This design comes from an exercise in tuning for small area, a short achievable clock period and few clock cycles per item on the open sky130 flow, not from production work. RTL that was checked went through simulation tests only; none was proved equivalent to the original.

==> flow/design.v (excerpt) <==
module aes_core (
    input  wire         clk,
    input  wire         rst,         
    input  wire         in_valid,
    output wire         in_ready,
    input  wire         in_key256,   
    input  wire [255:0] in_key,
    input  wire [127:0] in_block,
    output reg          out_valid,
    output reg  [127:0] out_block
);
Size: about 5,800 cells after synthesis, ~1,000 flip-flops.
==> flow/config.mk <==
export PLATFORM = sky130hd
export DESIGN_NAME = aes_core
export DESIGN_NICKNAME = aes_core
export VERILOG_FILES = /design/flow/design.v
export SDC_FILE = /design/flow/constraint.sdc
export NUM_CORES = 8
export LEC_CHECK = 0
export ABC_AREA = 0
export CAP_MARGIN = 20
export CORE_MARGIN = 2
export CORE_UTILIZATION = 60
export SLEW_MARGIN = 20
export SYNTH_HIERARCHICAL = 1
==> flow/constraint.sdc <==
create_clock -name core_clock -period 10.0 [get_ports {clk}]
set_input_delay 2.0000 -clock core_clock [delete_from_list [all_inputs] [get_ports {clk}]]
set_output_delay 2.0000 -clock core_clock [all_outputs]
set_load 0.01 [all_outputs]
standard.sh (not shown) runs the stock make flow with config.mk's settings and CLKGATE_MAP_FILE= SYNTH_SCRIPT=/design/flow/synth_recipe.tcl, a recipe that flattens the netlist after the stock synthesis.
==> flow/flow/run.sh <==
#!/bin/bash
# Standard layout, with plain buf_1 cells as the port buffers and timing
# repair aimed 6.5 ns below the clock period.
set -euo pipefail
bash standard.sh BUFFER_PORTS_ARGS="-buffer_cell sky130_fd_sc_hd__buf_1" SETUP_SLACK_MARGIN=6.5 finish > standard_flow.log 2>&1
Testbench counts at the start, summed over its fixed seeds: cycles 27,742, blocks 2,400.
Then changed:
==> flow/flow/run.sh (replaced) <==
#!/bin/bash
# Standard layout, with plain buf_1 cells as the port buffers and timing
# repair aimed 6.3 ns below the clock period.
set -euo pipefail
bash standard.sh BUFFER_PORTS_ARGS="-buffer_cell sky130_fd_sc_hd__buf_1" SETUP_SLACK_MARGIN=6.3 finish > standard_flow.log 2>&1
CORE_UTILIZATION = 50   (was 60)
What happened: Clock-buffer cell count fell by 6. Hold slack is worse by 0.011 ns. Wire length is higher by 2.9%. Design area came out lower by about 3%. Cell count went up by 2.5%. Die area goes up by about 20%.
Then changed:
==> flow/flow/run.sh (replaced) <==
#!/bin/bash
# Standard layout, with plain buf_1 cells as the port buffers and timing
# repair aimed 6 ns below the clock period.
set -euo pipefail
bash standard.sh BUFFER_PORTS_ARGS="-buffer_cell sky130_fd_sc_hd__buf_1" SETUP_SLACK_MARGIN=6 finish > standard_flow.log 2>&1
CORE_UTILIZATION = 25   (was 50)
Sequential cell count stays the same.
Setup slack is worse by 0.30 ns.
Critical path depth is lower by 1.
Non-clock buffer count is lower by 1.
Die area is higher by well over a third.
Sequential share of layout area is lower by 0.38 points.
Final cell count is higher by about a fifth.
Then changed:
==> flow/flow/run.sh (replaced) <==
#!/bin/bash
# Standard layout, with plain buf_1 cells as the port buffers and timing
# repair aimed 6.8 ns below the clock period.
set -euo pipefail
bash standard.sh BUFFER_PORTS_ARGS="-buffer_cell sky130_fd_sc_hd__buf_1" SETUP_SLACK_MARGIN=6.8 finish > standard_flow.log 2>&1
=> Clock-buffer cell count grows by 12. Critical path depth is lower by 8. Setup slack gets better by 0.61 ns.

---

run A:
Another version of the RTL of aes_core (not shown whole).
Size: roughly 5,800 cells after synthesis, ~1,000 flip-flops, ~520 I/O pins.
## aes_core
module aes_core (
    input  wire         clk,
    input  wire         rst,         
    input  wire         in_valid,
    output wire         in_ready,
    input  wire         in_key256,   
    input  wire [255:0] in_key,
    input  wire [127:0] in_block,
    output reg          out_valid,
    output reg  [127:0] out_block
);
    reg  [127:0] r1;
    reg  [255:0] ka;       
    reg          v1, k1;
    reg  [3:0]   n1;       
    reg  [191:0] r2;
    reg  [47:0]  kt;       
    reg  [255:0] kb;
    reg          v2, k2;
    reg  [3:0]   n2;       
    reg          rdy;      
    reg          fre;      
    assign in_ready = rdy;
    genvar i;
    wire [191:0] mid;
    generate
        for (i = 0; i < 16; i = i + 1) begin : g_top
            aes_sbox_top u_top (.in(r1[127-8*i -: 8]), .inv(mid[191-12*i -: 4]));
            assign mid[187-12*i -: 8] = r1[127-8*i -: 8];
        end
    endgenerate
    wire        rot1 = !k1 || n1[0];
    wire [31:0] kw   = k1 ? ka[31:0] : ka[159:128];
    wire [31:0] ksrc = rot1 ? {kw[23:0], kw[31:24]} : kw;
    wire [47:0] kmid;
    generate
        for (i = 0; i < 4; i = i + 1) begin : g_ktop
            aes_sbox_top u_top (.in(ksrc[31-8*i -: 8]), .inv(kmid[47-12*i -: 4]));
            assign kmid[43-12*i -: 8] = ksrc[31-8*i -: 8];
        end
    endgenerate
    wire [127:0] sb;
    generate
        for (i = 0; i < 16; i = i + 1) begin : g_bot
            aes_sbox_bot u_bot (.mid(r2[191-12*i -: 12]), .out(sb[127-8*i -: 8]));
        end
    endgenerate
    wire [127:0] sr;
    genvar r, c;
    generate
        for (c = 0; c < 4; c = c + 1) begin : g_col
            for (r = 0; r < 4; r = r + 1) begin : g_row
                assign sr[127-8*(r+4*c) -: 8] = sb[127-8*(r+4*((c+r)%4)) -: 8];
            end
        end
    endgenerate
    wire [127:0] mc;
    generate
        for (i = 0; i < 4; i = i + 1) begin : g_mix
  ...
clock: 10.0 ns
lec_check: 0
abc_area: 0
cap_margin: 20
core_margin: 2
core_utilization: 25
slew_margin: 20
synth_hierarchical: 1
==> flow/flow/run.sh <==
#!/bin/bash
# Standard layout, with plain buf_1 cells as the port buffers.
set -euo pipefail
bash standard.sh BUFFER_PORTS_ARGS="-buffer_cell sky130_fd_sc_hd__buf_1" finish > standard_flow.log 2>&1
For run B, these inputs were changed with respect to run A:
==> flow/run.sh (new file) <==
#!/bin/bash
# synth_recipe.tcl (not shown) runs the flow's synth.tcl, then flattens the netlist and writes it again
# the make line also repeats each setting of config.mk as NAME=value (left out here)
make -C /OpenROAD-flow-scripts/flow DESIGN_CONFIG=/design/flow/config.mk WORK_HOME=/design/flow/orfs CLKGATE_MAP_FILE= SYNTH_SCRIPT=/design/flow/synth_recipe.tcl finish
removed: flow/flow/run.sh
removed: flow/standard.sh
--- outcome ---
Worst endpoint data arrival time in run B vs run A: up 0.17 ns
Fmax went down by a few percent going from run A to run B.
Run B has less setup slack than run A.
As far as global-route congestion overflow total goes, run A and run B are indistinguishable; the numbers are identical.
Function was not checked in any run of this note: the RTL went through the layout flow alone.

-- static timing again, ports no longer ideal --
Ports are ideal in the flow. The routed layouts listed here were re-timed in OpenROAD.
Step 1 (the two cells are an assumption about what drives the block):
set clk [get_ports {clk}]
set_driving_cell -lib_cell sky130_fd_sc_hd__clkbuf_16 $clk
set_driving_cell -lib_cell sky130_fd_sc_hd__buf_2 [delete_from_list [all_inputs] $clk]
Step 2 times the ports against the registers' clock, not the clock port: input delays grow and output delays shrink by t, the midpoint of the rising clock arrivals with the driver on.
Three values: no drivers, after step 1, after step 2; two values: the first two.
run | t, ns | slack for setup (ns) | worst hold slack (ns) | latest minus earliest clock arrival (ns) | pins driven straight from the clock port
the first run of note 1 | 0.776 | 6.493 / 6.493 / 5.860 | 0.320 / 0.320 / 0.320 | 0.026 / 0.026 | 1
the second run of note 1 | 0.796 | 6.372 / 6.372 / 5.819 | 0.309 / 0.309 / 0.309 | 0.030 / 0.031 | 1
the third run of note 1 | 0.824 | 6.070 / 6.070 / 5.354 | 0.261 / 0.261 / 0.261 | 0.095 / 0.095 | 1
the fourth run of note 1 | 0.833 | 6.681 / 6.596 / 5.935 | 0.283 / 0.283 / 0.283 | 0.076 / 0.075 | 1
run A | 0.861 | 5.186 / 5.186 / 5.186 | 0.289 / 0.289 / 0.289 | 0.071 / 0.071 | 1
run B | 0.844 | 5.012 / 5.012 / 5.012 | 0.309 / 0.309 / 0.309 | 0.050 / 0.050 | 1
After both steps every run listed still meets setup and hold. The setup slack of the fourth run of note 1, which loses most, moves by -0.085 ns with the drivers and by -0.746 ns with both steps.
